What follows belongs to an exercise in optimizing a design on an open flow for small area and a short achievable clock period; a production flow would make more cautious choices. Function was checked by simulation only, so behaviour that the tests miss may differ from the original.

### flow/config.mk
export PLATFORM = sky130hd
export DESIGN_NAME = lc8b10b_slot
export DESIGN_NICKNAME = lc8b10b_slot
export VERILOG_FILES = /design/flow/design.v
export SDC_FILE = /design/flow/constraint.sdc
export NUM_CORES = 4
export LEC_CHECK = 0
export CAP_MARGIN = 20
export CORE_MARGIN = 2
export CORE_UTILIZATION = 40
export SLEW_MARGIN = 20
### flow/constraint.sdc
create_clock -name core_clock -period 175.0 [get_ports {clk}]
set_input_delay 35.0000 -clock core_clock [delete_from_list [all_inputs] [get_ports {clk}]]
set_output_delay 35.0000 -clock core_clock [all_outputs]
set_load 0.01 [all_outputs]
### flow/design.v
module lc8b10b_slot (
    input  wire         clk,
    input  wire         rst,         
    input  wire         in_valid,
    input  wire         in_entry,    
    input  wire [159:0] in_sym,
    output wire         out_valid,
    output reg  [159:0] out_sym,     
    output reg  [127:0] out_data,    
    output reg  [15:0]  out_k,       
    output reg  [15:0]  out_err      
);
  reg [159:0] r_sym;
  reg [15:0]  r_err, r_okn;
  reg         r_valid, r_entry;
  reg         st_n, st_p, st_t;
  assign out_valid = r_valid;
  wire [15:0]  okn, okp, gn, gp;    
  wire [127:0] byt;                 
  wire [15:0]  kk, dfl, a6, mfj, mgh;
  genvar g;
  generate
    for (g = 0; g < 16; g = g + 1) begin : sym
      lc_rx_sym rx (.w(in_sym[10*g +: 10]), .okn(okn[g]), .okp(okp[g]), .gn(gn[g]), .gp(gp[g]));
      lc_tx_sym tx (.w(r_sym[10*g +: 10]), .byt(byt[8*g +: 8]), .kk(kk[g]), .dfl(dfl[g]),
                    .a6(a6[g]), .mfj(mfj[g]), .mgh(mgh[g]));
    end
  endgenerate
  reg [16:0] pn, pp, pt;
  reg [16:0] qn, qp, qt;
  reg [15:0] bad;
  reg [9:0]  w, msk;
  reg        nw;
  reg [159:0] sym_n;
  integer    i, l, m;
  always @* begin
    pn = {gn, st_n & ~in_entry};
    pp = {gp, st_p & ~in_entry};
    for (l = 0; l < 5; l = l + 1) begin
      qn = pn;
      qp = pp;
      for (i = 0; i < 17; i = i + 1)
        if ((i >> l) & 1) begin
          m = ((i >> l) << l) - 1;
          pn[i] = qn[i] | (~qp[i] & qn[m]);
          pp[i] = qp[i] | (~qn[i] & qp[m]);
        end
    end
    for (i = 0; i < 16; i = i + 1) begin
      bad[i] = ~((~pp[i] & okn[i]) | (~pn[i] & okp[i]));
      sym_n[10*i +: 10] = bad[i] ? 10'b0001011110 : in_sym[10*i +: 10];
    end
  end
  always @* begin
    pt = {dfl, st_t & ~r_entry};
    for (l = 0; l < 5; l = l + 1) begin
      qt = pt;
      for (i = 0; i < 17; i = i + 1)
        if ((i >> l) & 1) begin
          m = ((i >> l) << l) - 1;
          pt[i] = qt[i] ^ qt[m];
        end
    end
    for (i = 0; i < 16; i = i + 1) begin
      out_err[i] = r_err[i];
      out_k[i]   = kk[i];
      out_data[8*i +: 8] = byt[8*i +: 8];
      w   = r_sym[10*i +: 10];
      msk = {mfj[i], mgh[i], mgh[i], mfj[i], {6{a6[i]}}};
      nw  = ~(pt[i] ^ r_okn[i]);
      out_sym[10*i +: 10] = w ^ (msk & {10{nw}});
    end
  end
  always @(posedge clk) begin
    r_sym   <= sym_n;
    r_entry <= in_entry;
    r_err   <= bad;
    r_okn   <= okn | bad;
    if (rst) begin
      r_valid <= 1'b0;
      st_n    <= 1'b0;
      st_p    <= 1'b0;
      st_t    <= 1'b0;
    end else begin
      r_valid <= in_valid;
      if (in_valid) begin
        st_n <= pn[16];
        st_p <= pp[16];
      end
      if (r_valid)
        st_t <= pt[16];
    end
  end
endmodule
module lc_rx_sym (input wire [9:0] w, output wire okn, output wire okp, output wire gn, output wire gp);
  wire new_n15, new_n16, new_n17, new_n18, new_n19, new_n20, new_n21, new_n22;
  wire new_n23, new_n24, new_n25, new_n26, new_n27, new_n28, new_n29, new_n30;
  wire new_n31, new_n32, new_n33, new_n34, new_n35, new_n36, new_n37, new_n38;
  wire new_n39, new_n40, new_n41, new_n42, new_n43, new_n44, new_n45, new_n46;
  wire new_n47, new_n48, new_n49, new_n50, new_n51, new_n52, new_n53, new_n54;
  wire new_n55, new_n56, new_n57, new_n58, new_n59, new_n60, new_n61, new_n62;
  wire new_n63, new_n64, new_n65, new_n66, new_n68, new_n69, new_n70, new_n71;
  wire new_n72, new_n73, new_n74, new_n75, new_n77, new_n78, new_n79, new_n80;
  wire new_n82, new_n83;
  assign new_n15 = w[4] & w[5];
  assign new_n16 = w[2] & w[3];
  assign new_n17 = w[0] & w[1];
  assign new_n18 = ~new_n16 & ~new_n17;
  assign new_n19 = ~w[2] & ~w[3];
  assign new_n20 = ~w[0] & ~w[1];
  assign new_n21 = ~new_n19 & ~new_n20;
  assign new_n22 = ~new_n18 & new_n21;
  assign new_n23 = ~new_n15 & ~new_n22;
  assign new_n24 = new_n18 & ~new_n21;
  assign new_n25 = ~w[4] & ~w[5];
  assign new_n26 = ~new_n24 & ~new_n25;
  assign new_n27 = ~new_n23 & new_n26;
  assign new_n28 = w[6] & w[7];
  assign new_n29 = ~w[6] & ~w[7];
  assign new_n30 = ~w[8] & ~w[9];
  assign new_n31 = ~new_n29 & ~new_n30;
  assign new_n32 = ~new_n28 & ~new_n31;
  assign new_n33 = new_n19 & new_n25;
  assign new_n34 = ~new_n15 & ~new_n33;
  assign new_n35 = ~w[4] & new_n24;
  assign new_n36 = new_n34 & ~new_n35;
  assign new_n37 = ~w[6] & ~new_n36;
  assign new_n38 = ~w[9] & new_n34;
  assign new_n39 = w[7] & w[8];
  assign new_n40 = ~new_n38 & new_n39;
  assign new_n41 = ~new_n37 & new_n40;
  assign new_n42 = ~new_n32 & ~new_n41;
  assign new_n43 = ~new_n27 & ~new_n42;
  assign new_n44 = w[8] & w[9];
  assign new_n45 = ~new_n28 & ~new_n44;
  assign new_n46 = ~new_n29 & ~new_n45;
  assign new_n47 = new_n15 & new_n16;
  assign new_n48 = ~new_n25 & ~new_n47;
  assign new_n49 = w[4] & new_n22;
  assign new_n50 = new_n48 & ~new_n49;
  assign new_n51 = w[6] & ~new_n50;
  assign new_n52 = w[9] & new_n48;
  assign new_n53 = ~w[7] & ~w[8];
  assign new_n54 = ~new_n52 & new_n53;
  assign new_n55 = ~new_n51 & new_n54;
  assign new_n56 = ~new_n46 & ~new_n55;
  assign new_n57 = new_n27 & ~new_n56;
  assign new_n58 = w[5] & new_n49;
  assign new_n59 = new_n23 & ~new_n26;
  assign new_n60 = ~w[2] & new_n20;
  assign new_n61 = w[2] & new_n17;
  assign new_n62 = w[3] & new_n61;
  assign new_n63 = ~new_n60 & ~new_n62;
  assign new_n64 = ~new_n59 & new_n63;
  assign new_n65 = ~new_n58 & new_n64;
  assign new_n66 = ~new_n57 & new_n65;
  assign okn = ~new_n43 & new_n66;
  assign new_n68 = ~new_n56 & ~new_n59;
  assign new_n69 = ~new_n42 & new_n59;
  assign new_n70 = ~w[5] & new_n35;
  assign new_n71 = ~w[3] & new_n60;
  assign new_n72 = ~new_n61 & ~new_n71;
  assign new_n73 = ~new_n27 & new_n72;
  assign new_n74 = ~new_n70 & new_n73;
  assign new_n75 = ~new_n69 & new_n74;
  assign okp = ~new_n68 & new_n75;
  assign new_n77 = ~new_n59 & ~new_n71;
  assign new_n78 = new_n31 & ~new_n45;
  assign new_n79 = ~new_n77 & ~new_n78;
  assign new_n80 = ~new_n31 & new_n45;
  assign gn = new_n79 | new_n80;
  assign new_n82 = ~new_n62 & ~new_n78;
  assign new_n83 = ~new_n27 & new_n82;
  assign gp = ~new_n80 & ~new_n83;
endmodule
module lc_tx_sym (input wire [9:0] w, output wire [7:0] byt, output wire kk, output wire dfl, output wire a6, output wire mfj, output wire mgh);
  wire new_n24, new_n25, new_n26, new_n27, new_n28, new_n29, new_n30, new_n31;
  wire new_n32, new_n33, new_n34, new_n35, new_n36, new_n37, new_n38, new_n39;
  wire new_n40, new_n41, new_n42, new_n43, new_n44, new_n45, new_n46, new_n47;
  wire new_n48, new_n49, new_n50, new_n51, new_n52, new_n53, new_n54, new_n55;
  wire new_n56, new_n58, new_n59, new_n60, new_n61, new_n62, new_n63, new_n64;
  wire new_n65, new_n66, new_n68, new_n69, new_n70, new_n71, new_n72, new_n73;
  wire new_n74, new_n75, new_n76, new_n77, new_n78, new_n79, new_n81, new_n82;
  wire new_n83, new_n84, new_n85, new_n86, new_n87, new_n88, new_n89, new_n90;
  wire new_n91, new_n92, new_n94, new_n95, new_n96, new_n97, new_n98, new_n99;
  wire new_n100, new_n101, new_n102, new_n104, new_n105, new_n106, new_n107, new_n108;
  wire new_n109, new_n110, new_n111, new_n112, new_n113, new_n115, new_n116, new_n117;
  wire new_n118, new_n119, new_n120, new_n121, new_n122, new_n123, new_n124, new_n125;
  wire new_n126, new_n127, new_n128, new_n129, new_n131, new_n132, new_n133, new_n134;
  wire new_n135, new_n136, new_n137, new_n139, new_n140, new_n141, new_n142, new_n143;
  wire new_n144, new_n146, new_n147, new_n148, new_n149, new_n150, new_n151, new_n153;
  wire new_n154, new_n155, new_n156, new_n157, new_n159, new_n160, new_n161, new_n162;
  wire new_n163, new_n164, new_n165, new_n166;
  assign new_n24 = w[0] & w[2];
  assign new_n25 = ~w[0] & ~w[2];
  assign new_n26 = ~new_n24 & ~new_n25;
  assign new_n27 = w[1] & new_n26;
  assign new_n28 = ~new_n24 & ~new_n27;
  assign new_n29 = w[3] & w[5];
  assign new_n30 = ~w[3] & ~w[5];
  assign new_n31 = ~new_n29 & ~new_n30;
  assign new_n32 = w[4] & ~new_n31;
  assign new_n33 = ~w[1] & new_n25;
  assign new_n34 = ~w[4] & ~new_n29;
  assign new_n35 = ~new_n33 & ~new_n34;
  assign new_n36 = ~new_n32 & new_n35;
  assign new_n37 = new_n28 & new_n36;
  assign new_n38 = ~w[0] & ~w[3];
  assign new_n39 = ~w[2] & ~w[4];
  assign new_n40 = ~new_n38 & new_n39;
  assign new_n41 = ~w[5] & ~new_n40;
  assign new_n42 = ~new_n37 & ~new_n41;
  assign new_n43 = w[0] & ~new_n42;
  assign new_n44 = w[1] & new_n29;
  assign new_n45 = w[2] & w[4];
  assign new_n46 = ~w[1] & ~new_n45;
  assign new_n47 = ~w[1] & new_n24;
  assign new_n48 = ~new_n46 & ~new_n47;
  assign new_n49 = ~w[3] & ~new_n48;
  assign new_n50 = ~new_n44 & ~new_n49;
  assign new_n51 = ~new_n40 & ~new_n50;
  assign new_n52 = new_n29 & new_n33;
  assign new_n53 = w[1] & new_n31;
  assign new_n54 = new_n39 & new_n53;
  assign new_n55 = ~new_n52 & ~new_n54;
  assign new_n56 = ~new_n51 & new_n55;
  assign byt[0] = new_n43 | ~new_n56;
  assign new_n58 = ~w[3] & ~w[4];
  assign new_n59 = ~w[5] & new_n58;
  assign new_n60 = new_n43 & new_n59;
  assign new_n61 = w[5] & new_n26;
  assign new_n62 = ~w[1] & ~w[5];
  assign new_n63 = ~new_n58 & ~new_n62;
  assign new_n64 = ~new_n61 & new_n63;
  assign new_n65 = new_n58 & new_n61;
  assign new_n66 = ~new_n64 & ~new_n65;
  assign byt[1] = new_n60 | ~new_n66;
  assign new_n68 = ~w[0] & new_n29;
  assign new_n69 = ~new_n45 & ~new_n68;
  assign new_n70 = ~w[1] & ~new_n69;
  assign new_n71 = w[0] & new_n58;
  assign new_n72 = ~new_n53 & new_n71;
  assign new_n73 = ~new_n70 & ~new_n72;
  assign new_n74 = ~w[0] & ~w[4];
  assign new_n75 = w[2] & ~w[5];
  assign new_n76 = ~new_n44 & ~new_n75;
  assign new_n77 = ~new_n74 & ~new_n76;
  assign new_n78 = new_n53 & new_n74;
  assign new_n79 = ~new_n77 & ~new_n78;
  assign byt[2] = ~new_n73 | ~new_n79;
  assign new_n81 = ~w[4] & new_n28;
  assign new_n82 = ~w[4] & new_n26;
  assign new_n83 = ~new_n46 & ~new_n82;
  assign new_n84 = w[5] & ~new_n83;
  assign new_n85 = ~new_n81 & new_n84;
  assign new_n86 = w[1] & w[2];
  assign new_n87 = ~w[4] & ~new_n86;
  assign new_n88 = ~new_n30 & ~new_n38;
  assign new_n89 = ~new_n87 & ~new_n88;
  assign new_n90 = new_n40 & new_n62;
  assign new_n91 = ~new_n52 & ~new_n90;
  assign new_n92 = ~new_n89 & new_n91;
  assign byt[3] = ~new_n85 & new_n92;
  assign new_n94 = new_n30 & new_n39;
  assign new_n95 = ~new_n81 & ~new_n94;
  assign new_n96 = ~new_n36 & ~new_n95;
  assign new_n97 = ~w[2] & ~new_n31;
  assign new_n98 = new_n28 & new_n97;
  assign new_n99 = ~new_n25 & ~new_n38;
  assign new_n100 = new_n62 & ~new_n99;
  assign new_n101 = w[4] & ~new_n100;
  assign new_n102 = ~new_n98 & new_n101;
  assign byt[4] = new_n96 | new_n102;
  assign new_n104 = ~w[8] & w[9];
  assign new_n105 = w[7] & ~new_n104;
  assign new_n106 = w[6] & ~new_n105;
  assign new_n107 = w[8] & w[9];
  assign new_n108 = ~new_n94 & ~new_n107;
  assign new_n109 = ~new_n106 & ~new_n108;
  assign new_n110 = w[6] & ~w[9];
  assign new_n111 = ~w[7] & ~w[8];
  assign new_n112 = ~new_n110 & ~new_n111;
  assign new_n113 = ~new_n94 & ~new_n112;
  assign byt[5] = new_n109 | new_n113;
  assign new_n115 = w[7] & w[8];
  assign new_n116 = ~new_n94 & ~new_n115;
  assign new_n117 = ~w[9] & ~new_n59;
  assign new_n118 = ~w[6] & ~new_n117;
  assign new_n119 = new_n116 & ~new_n118;
  assign new_n120 = new_n94 & new_n112;
  assign new_n121 = ~new_n119 & ~new_n120;
  assign new_n122 = w[8] & ~w[9];
  assign new_n123 = ~new_n104 & ~new_n122;
  assign new_n124 = w[6] & ~w[7];
  assign new_n125 = ~w[6] & w[7];
  assign new_n126 = ~new_n124 & ~new_n125;
  assign new_n127 = ~new_n123 & ~new_n126;
  assign new_n128 = ~new_n110 & ~new_n115;
  assign new_n129 = ~new_n127 & ~new_n128;
  assign byt[6] = new_n121 | new_n129;
  assign new_n131 = ~new_n94 & new_n122;
  assign new_n132 = ~new_n111 & ~new_n115;
  assign new_n133 = new_n123 & new_n132;
  assign new_n134 = ~new_n122 & ~new_n133;
  assign new_n135 = ~new_n131 & ~new_n134;
  assign new_n136 = w[9] & ~new_n126;
  assign new_n137 = new_n116 & new_n136;
  assign byt[7] = ~new_n135 & ~new_n137;
  assign new_n139 = new_n29 & new_n45;
  assign new_n140 = ~new_n94 & ~new_n139;
  assign new_n141 = ~w[4] & ~w[8];
  assign new_n142 = w[4] & w[9];
  assign new_n143 = ~new_n141 & ~new_n142;
  assign new_n144 = new_n134 & new_n143;
  assign kk = ~new_n140 | new_n144;
  assign new_n146 = new_n126 & new_n133;
  assign new_n147 = ~new_n127 & ~new_n146;
  assign new_n148 = ~new_n27 & byt[1];
  assign new_n149 = ~new_n47 & ~byt[1];
  assign new_n150 = ~new_n36 & ~new_n149;
  assign new_n151 = ~new_n148 & new_n150;
  assign a6 = ~new_n37 & ~new_n151;
  assign new_n153 = ~new_n45 & ~new_n87;
  assign new_n154 = ~new_n73 & new_n153;
  assign new_n155 = a6 & ~new_n154;
  assign new_n156 = new_n147 & ~new_n155;
  assign new_n157 = ~new_n147 & new_n155;
  assign dfl = new_n156 | new_n157;
  assign new_n159 = w[3] & new_n115;
  assign new_n160 = ~new_n28 & new_n159;
  assign new_n161 = ~new_n126 & ~new_n133;
  assign new_n162 = ~w[3] & ~w[7];
  assign new_n163 = new_n104 & new_n162;
  assign new_n164 = new_n28 & new_n163;
  assign new_n165 = ~new_n161 & ~new_n164;
  assign new_n166 = ~new_n160 & new_n165;
  assign mfj = kk | new_n166;
  assign mgh = ~new_n127 | ~new_n140;
endmodule
### flow/flow/run.sh
#!/bin/bash
# The standard layout (standard.sh), with three changes to how it is made:
# - synthesis maps with ABC's area-only mapping (flow/abc_map.script) instead of
#   ORFS's script, through flow/synth.tcl, which is synth_recipe.tcl with only
#   the ABC script swapped;
# - no full/half-adder extraction before ABC (ADDER_MAP_FILE empty);
# - ports are buffered with sky130_fd_sc_hd__buf_1.
# Each tool's output goes to the ORFS logs under orfs/logs; make's own output
# to flow_make.log here.
set -euo pipefail
W=$(pwd)
export FLOW_ABC_SCRIPT=$W/flow/abc_map.script
bash standard.sh "SYNTH_SCRIPT=$W/flow/synth.tcl" "ADDER_MAP_FILE=" \
  "BUFFER_PORTS_ARGS=-buffer_cell sky130_fd_sc_hd__buf_1" SETUP_SLACK_MARGIN=135 finish > flow_make.log 2>&1
test -s out/final.def
### flow/flow/abc_map.script
strash; dch; map -a; topo; stime -c
### flow/flow/synth.tcl
# The standard flow's synthesis script (synth_recipe.tcl) with ABC's mapping script replaced
# by the one named in FLOW_ABC_SCRIPT.
proc synth {args} { yosys synth -nofsm -noshare {*}$args }
proc abc {args} {
  set i [lsearch -exact $args -script]
  if { $i >= 0 } { lset args [expr {$i + 1}] $::env(FLOW_ABC_SCRIPT) }
  yosys abc {*}$args
}
source $::env(SCRIPTS_DIR)/synth.tcl
# left out here: clear keep_hierarchy, flatten, clean up, hide names made inside functions, write 1_2_yosys.v
### flow/standard.sh
#!/bin/bash
# synth_recipe.tcl (not shown) runs the flow's synth.tcl, then flattens the netlist and writes it again
# the make line also repeats each setting of config.mk as NAME=value (left out here)
make -C /OpenROAD-flow-scripts/flow DESIGN_CONFIG=/design/flow/config.mk WORK_HOME=/design/flow/orfs CLKGATE_MAP_FILE= SYNTH_SCRIPT=/design/flow/synth_recipe.tcl "${@:-finish}"
==> flow_summary.json, run 1 <==
{
  "core-area_sq_mm": 0.0499,
  "skew_ns": 0.0145,
  "drt-vias-per-instance": 5.39,
  "port_buffers": 484,
  "fin_nets": 4226,
  "ys_ff_latch": 197,
  "grt_pass1_wl_um": 117000,
  "cts_made_buffers": 17,
  "dpl_worst_slack_ns": 133.92,
  "antenna_found_initial": 21,
  "syn-cell-area_sq_mm": 0.0200,
  "hpwl_um": 61100,
  "drv_slew": 0,
  "syn_avg_cell_area_sq_um": 5.71,
  "clk_latency_ns": 0.49,
  "crit_path_end_kind": "output pin",
  "ant_nets": 0,
  "required_ns": 140.00,
  "setup_viol": 0,
  "final_area_sq_mm": 0.0246,
  "rsz0062_at_grt": "false",
  "seq_area_sq_mm": 0.00401,
  "drt_iter0_markers": 2030,
  "maxCapViolations": 0,
  "place_area_sq_mm": 0.0226,
  "fin_crit_ns": 39.71,
  "layout-drive-gt1-share": 0.0847,
  "critPathKind": "flop to output pin",
  "dp.cells": 4650,
  "hold_path.class": "flop to flop",
  "die_h_um": 228,
  "syn_to_final_growth_pct": 22.7,
  "yosys_warnings": 1,
  "start_util": 0.402,
  "overflow": 0,
  "synth.distinct_cells": 40,
  "start_kind": "flop",
  "setup_ws_ns": 135.29,
  "htree_levels": 4,
  "grt_max_degree": 19,
  "first_pass_iters": 7,
  "fin_cells": 4761,
  "rows": 82,
  "clkTransAtPathRegs_ns": 0.07,
  "crit_chain": "inv_2, nor2_4, nor2_1, clkinv_1, a21oi_2, clkinv_1, nor2_2, o21a_1, nand3_1, nand2_1, o21ai_0, a31oi_1, o21ai_1, xnor2_1, xor2_1, xnor2_1, or2_4, nand2_8, xor2_2, xor2_2, buf_4, o21ai_4, xor2_1, buf_2",
  "drc_errors": 0,
  "syn_inst": 3509,
  "slowest_stage": "dfxtp_2",
  "cp_max_fo": 7,
  "tightest_slew_ns": 0.732,
  "nFillCells": 5432,
  "clockBufferDepth": 2,
  "fmax_mhz": 25.2,
  "routabilityCongestion": 1.01,
  "dieWidth_um": 228,
  "finalWirelength_um": 74900,
  "clock_sinks": 197,
  "yosys.area.top_type": "dfxtp_1",
  "grtUsageTotal": 0.274,
  "synth_top_area_frac": 0.197,
  "hold_violations": 0,
  "multi_input_area_sq_mm": 0.0144,
  "min_period_over_period": 0.227,
  "arrival_ns": 4.71,
  "dieArea_sq_mm": 0.0519,
  "crit_path_max_incr_delay_ns": 0.37,
  "setup_tns_ns": 0,
  "yosysSeqAreaShare": 0.197,
  "synth_nets": 3673,
  "io_pins": 485,
  "cts_tree": "yes",
  "maxSlewHeadroom": 0.507,
  "wl_per_cell_um": 15.7,
  "cts_root_buf": "clkbuf_16",
  "synth_area_leaders": "dfxtp_1 20%, nor2_1 14%, clkinv_1 12%",
  "status": "timing/DRC/antenna clean",
  "vias": 25700,
  "grt_pass1_vias": 22800
}
[per-stage QoR]
step / util / hold slack [ns]
finish: 0.493 / 0.469
global route: 0.493 / 0.528
CTS: 0.475 / 0.477
detailed placement: 0.453 / 0.462
global placement: 0.453 / 0.443
floorplan: - / 0.490
[worst paths after layout]
| path | start | to | slack, ns | cells past startpoint |
|---|---|---|---|---|
| max | r_sym[43]$_SDFF_PP1_ | out_sym[149] | 135.29 | 24 |
| min | r_valid$_SDFF_PP0_ | st_t$_SDFFE_PP0P_ | 0.47 | 1 |
| min reg2reg | r_valid$_SDFF_PP0_ | st_t$_SDFFE_PP0P_ | 0.47 | 1 |
| max reg2reg | r_sym[43]$_SDFF_PP1_ | st_t$_SDFFE_PP0P_ | 170.98 | 22 |
[logic make-up after synthesis]
logic type,count (synthesis),share of synthesized area
compound gates,875,0.265
xor+xnor,230,0.100
fa+ha+maj,1,0.000499
buf+inv,642,0.123
flops,197,0.197
simple gates,1564,0.314
[sequential cells by signal (all words and copies together) (netlist names)]
signal and cells:
r_entry 1, r_err 16, r_okn 16, r_sym 160
r_valid 1, st_t 1, st_n 1, st_p 1
[synthesized netlist by cell type]
master     number
a2111oi_0       7
a211o_2        13
a211oi_1       32
a21boi_0        1
a21oi_1       300
a221oi_1       23
a22oi_1         9
a311oi_1        1
a31o_2         16
a31oi_1        67
a32o_1          1
a32oi_1         7
and2_2          1
buf_4          16
clkinv_1      626
dfxtp_1       197
maj3_1          1
nand2_1       537
nand3_1       142
nand3b_1        2
nand4_1        18
nor2_1        762
nor3_1         47
nor4_1         28
o2111ai_1      16
o211a_1         1
o211ai_1       57
o21a_1         13
o21ai_0       188
o21bai_1        2
o221ai_1       10
o22ai_1        91
o2bb2ai_1       1
o311ai_0       15
o31ai_1         2
o32ai_1         1
o41ai_1         1
or2_2          27
xnor2_1        45
xor2_1        185
[critical path, delay by kind of cell, from the launching register on]
kind | cells | cell delay (ns)
XOR/XNOR | 6 | 1.36
flip-flops | 1 | 0.37
AO/OA/AOI/OAI | 6 | 0.91
AND/OR/NAND/NOR | 7 | 0.87
buffers and inverters | 5 | 0.67
[cell type report]
type	instances	area share
antenna	14	0.00142
clock buffer	18	0.0179
clock inverter	14	0.00585
inverter	626	0.0985
multi-input combinational	2671	0.585
sequential	197	0.163
tap	672	0.0342
timing repair buffer	549	0.0946
[metal layers]
metal | track usage | part of all wire
met1 | 0.357 | 0.43
met2 | 0.448 | 0.46
met3 | 0.0543 | 0.074
met4 | 0.0995 | 0.034
met5 | 0 | 0.0011
[placed cells by master (no fill, tap or decap), types with 28 or more instances in the layout]
cell type / n
nor2_1: 735
clkinv_1: 583
nand2_1: 527
buf_1: 475
a21oi_1: 278
o21ai_0: 174
xor2_1: 172
dfxtp_1: 160
nand3_1: 140
o22ai_1: 91
a31oi_1: 65
buf_4: 62
o211ai_1: 57
nor3_1: 47
a211oi_1: 32
dfxtp_2: 30
xnor2_1: 29
nor4_1: 28
[what timing repair did]
action,in CTS,in global routing
gates cloned,1,0
setup buffers,15,49
resized for setup,104,159
hold buffers,0,0
setup endpoints to repair,129,116
pin swaps,15,50
==> run 2, diff against run 1 <==
--- a/flow/flow/run.sh
+++ b/flow/flow/run.sh
@@ -11,5 +11,5 @@
 W=$(pwd)
 export FLOW_ABC_SCRIPT=$W/flow/abc_map.script
 bash standard.sh "SYNTH_SCRIPT=$W/flow/synth.tcl" "ADDER_MAP_FILE=" \
-  "BUFFER_PORTS_ARGS=-buffer_cell sky130_fd_sc_hd__buf_1" SETUP_SLACK_MARGIN=135 finish > flow_make.log 2>&1
+  "BUFFER_PORTS_ARGS=-buffer_cell sky130_fd_sc_hd__buf_1" finish > flow_make.log 2>&1
 test -s out/final.def
==> run 2 against run 1 <==
Effect of this change:
- still clean
- cell count shrank 1.4%
- flip-flop and latch count is the same
- global-route usage shrank 0.32 points
- sequential share of layout area grew 0.70 points
- register-to-register slack lost 1.6 ns
- highest routed layer unchanged
==> flow_summary.json, run 2 <==
{
  "synth_top_area_frac": 0.197,
  "grt_pass1_vias": 22600,
  "yosysMostFrequentCell": "nor2_1",
  "syn-cell-area_sq_mm": 0.0200,
  "hpwl_um": 61100,
  "r2r_setup_slack_ns": 169.40,
  "syn_to_final_growth_pct": 15.8,
  "crit_path_max_incr_delay_ns": 0.56,
  "synthFlopType": "dfxtp_1",
  "tightest_slew_ns": 0.976,
  "die_h_um": 228,
  "cts_root_buf": "clkbuf_16",
  "rows": 82,
  "cp_num_buf_inv": 5,
  "hp-start": "r_valid$_SDFF_PP0_",
  "rr_endpoint": "st_t$_SDFFE_PP0P_",
  "synth_nets": 3673,
  "maxCapViolations": 0,
  "cts_resized": 0,
  "grtUsageTotal": 0.271,
  "drv_slew": 0,
  "maxSlewHeadroom": 0.348,
  "synth-edff-count": 0,
  "setup_ws_ns": 133.28,
  "clk_latency_ns": 0.49,
  "hold_violations": 0,
  "dieArea_sq_mm": 0.0519,
  "wl_per_cell_um": 15.6,
  "core-area_sq_mm": 0.0499,
  "largest_reg_flops": 160,
  "top_regs": "r_sym (160), r_err (16), r_okn (16)",
  "grt_pass1_wl_um": 116000,
  "hold_path.class": "flop to flop",
  "port_buffers": 484,
  "cts_tree": "yes",
  "antenna_found_initial": 20,
  "drc_errors": 0,
  "routabilityCongestion": 1.01,
  "layout-drive-gt1-share": 0.0224,
  "reg2regPathDepth": 23,
  "yosys_warnings": 1,
  "setup_tns_ns": 0,
  "ys_ff_latch": 197,
  "overflow": 0,
  "min_period_over_period": 0.238,
  "cp_top_family": "simple AND/OR/NAND/NOR gates",
  "start_util": 0.402,
  "finalWirelength_um": 73200,
  "syn_inst": 3509,
  "clkTransAtPathRegs_ns": 0.08,
  "fin_nets": 4161,
  "required_ns": 140.00,
  "first_pass_iters": 6,
  "synth-async-reset-ratio": 0,
  "syn_avg_cell_area_sq_um": 5.71,
  "status": "timing/DRC/antenna clean",
  "drt-vias-per-instance": 5.39,
  "start_kind": "flop",
  "whs_path_depth": 1,
  "layout_commonest_cell": "nor2_1",
  "vias": 25300,
  "skew_ns": 0.0143,
  "clock_sinks": 197,
  "io_pins": 485,
  "largest-register": "r_sym",
  "dpl_worst_slack_ns": 133.92,
  "grt_max_degree": 19,
  "yosys.area.top_type": "dfxtp_1",
  "min_to": "st_t$_SDFFE_PP0P_",
  "critPathKind": "flop to output pin",
  "fmax_mhz": 24.0,
  "crit_path_end_kind": "output pin",
  "clockBufferDepth": 2,
  "synth_area_leaders": "dfxtp_1 20%, nor2_1 14%, clkinv_1 12%",
  "cp_max_fo": 10,
  "hold_buffers": 0,
  "dieWidth_um": 228,
  "yosysSeqAreaShare": 0.197,
  "mostFrequentLayoutCells": "762 x nor2_1, 626 x clkinv_1, 537 x nand2_1",
  "r2r-start": "r_sym[5]$_SDFF_PP0_",
  "ant_nets": 0,
  "setup_viol": 0,
  "drt_iter0_markers": 2180,
  "ys_top_cells_by_count": "762 x nor2_1, 626 x clkinv_1, 537 x nand2_1",
  "cts_made_buffers": 17,
  "slowest_stage": "nand2_1",
  "arrival_ns": 6.72,
  "fin_crit_ns": 41.72,
  "rsz0062_at_grt": "false",
  "htree_levels": 4,
  "post_cts_buffers": 0,
  "synth.distinct_cells": 40
}
-- run 2: worst reg2reg max path, stage by stage, from the launching register on --
cell and delay [ns]:
dfxtp_1 0.42, clkinv_1 0.23, nor2_1 0.34, clkinv_1 0.15, nand2_1 0.08, o221ai_1 0.16, or2_2 0.34, o21ai_0 0.08
nand2_1 0.08, o221ai_1 0.25, o21ai_0 0.14, o211ai_1 0.13, o211ai_1 0.13, xnor2_1 0.24, clkinv_1 0.12, xor2_1 0.26
clkinv_1 0.11, or2_2 0.28, nand2_1 0.22, or2_2 0.17, nand2_1 0.57, xnor2_1 0.66, xor2_1 0.24, a21oi_1 0.09
-- run 2: cells by family (layout without fill, tap and decap cells) --
kind of cell    count (synthesis)  after routing  synth area share
compound gates                875            875             0.265
simple gates                 1564           1564             0.314
flops                         197            197             0.197
other cells                     0             14                 0
buf+inv                       642           1143             0.123
fa+ha+maj                       1              1          0.000499
xor+xnor                      230            230             0.100
-- run 2: per-stage QoR --
stage / std cells / utilization / area (sq um) / hold slack (ns)
after floorplan: 3509 / - / 20000 / 0.490
after global placement: 4650 / 0.453 / 22600 / 0.443
after detailed placement: 4650 / 0.453 / 22600 / 0.462
after CTS: 4682 / 0.465 / 23200 / 0.477
after global routing: 4694 / 0.465 / 23200 / 0.528
final: 4696 / 0.466 / 23200 / 0.469
-- run 2: worst max path at each step --
stage / slack [ns] / cells after the start / end / start
after floorplan: 135.33 / 24 / out_sym[150] / r_sym[5]$_SDFF_PP0_
after CTS: 133.32 / 25 / out_sym[149] / r_sym[5]$_SDFF_PP0_
after global placement: 133.87 / 25 / out_sym[149] / r_sym[5]$_SDFF_PP0_
after detailed placement: 133.92 / 25 / out_sym[149] / r_sym[5]$_SDFF_PP0_
after global routing: 132.79 / 25 / out_sym[149] / r_sym[5]$_SDFF_PP0_
final: 133.28 / 25 / out_sym[149] / r_sym[5]$_SDFF_PP0_
-- run 2: area by class of cell --
type | instances | area [sq um]
fill | 5546 | 26700
multi-input combinational | 2670 | 13600
sequential | 197 | 3940
inverter | 626 | 2350
timing repair buffer | 485 | 1820
tap | 672 | 841
clock buffer | 18 | 439
clock inverter | 14 | 144
antenna | 14 | 35.0
-- run 2: metal layers --
metal / vias to the layer above / global-route usage / wire length (um)
met1: 11400 / 0.354 / 32200
met5: - / 0 / 72
met3: 127 / 0.0553 / 5380
li1: 12800 / - / -
met4: 12 / 0.0950 / 2270
met2: 1014 / 0.441 / 33200

## separate check: timing with driven ports
In the flow no input, the clock included, has a driving cell. The finished layouts below were timed again as built, in two steps. Step 1 sets driving cells, clkbuf_16 on the clock port and buf_2 on the other inputs (assumed; they add their load-dependent delay and slew). Step 2, shift: input delay + t, output delay - t, t = (earliest + latest rising clock arrival at the registers) / 2. This alone moves slack from input paths to output paths. a / b / c = ideal ports / drivers / drivers and shift; a / b = the first two.
| run | shift t [ns] | setup WS [ns] | clock arrival spread, ns | worst slew at a driven data input, ns | cell pins on the clock port's net |
|---|---|---|---|---|---|
| run 1 | 0.546 | 135.291 / 135.235 / 135.781 | 0.022 / 0.021 | 0.12 | 1 |
| run 2 | 0.548 | 133.278 / 133.221 / 133.769 | 0.021 / 0.021 | 0.12 | 1 |
After both steps setup and hold are still met in every run listed.
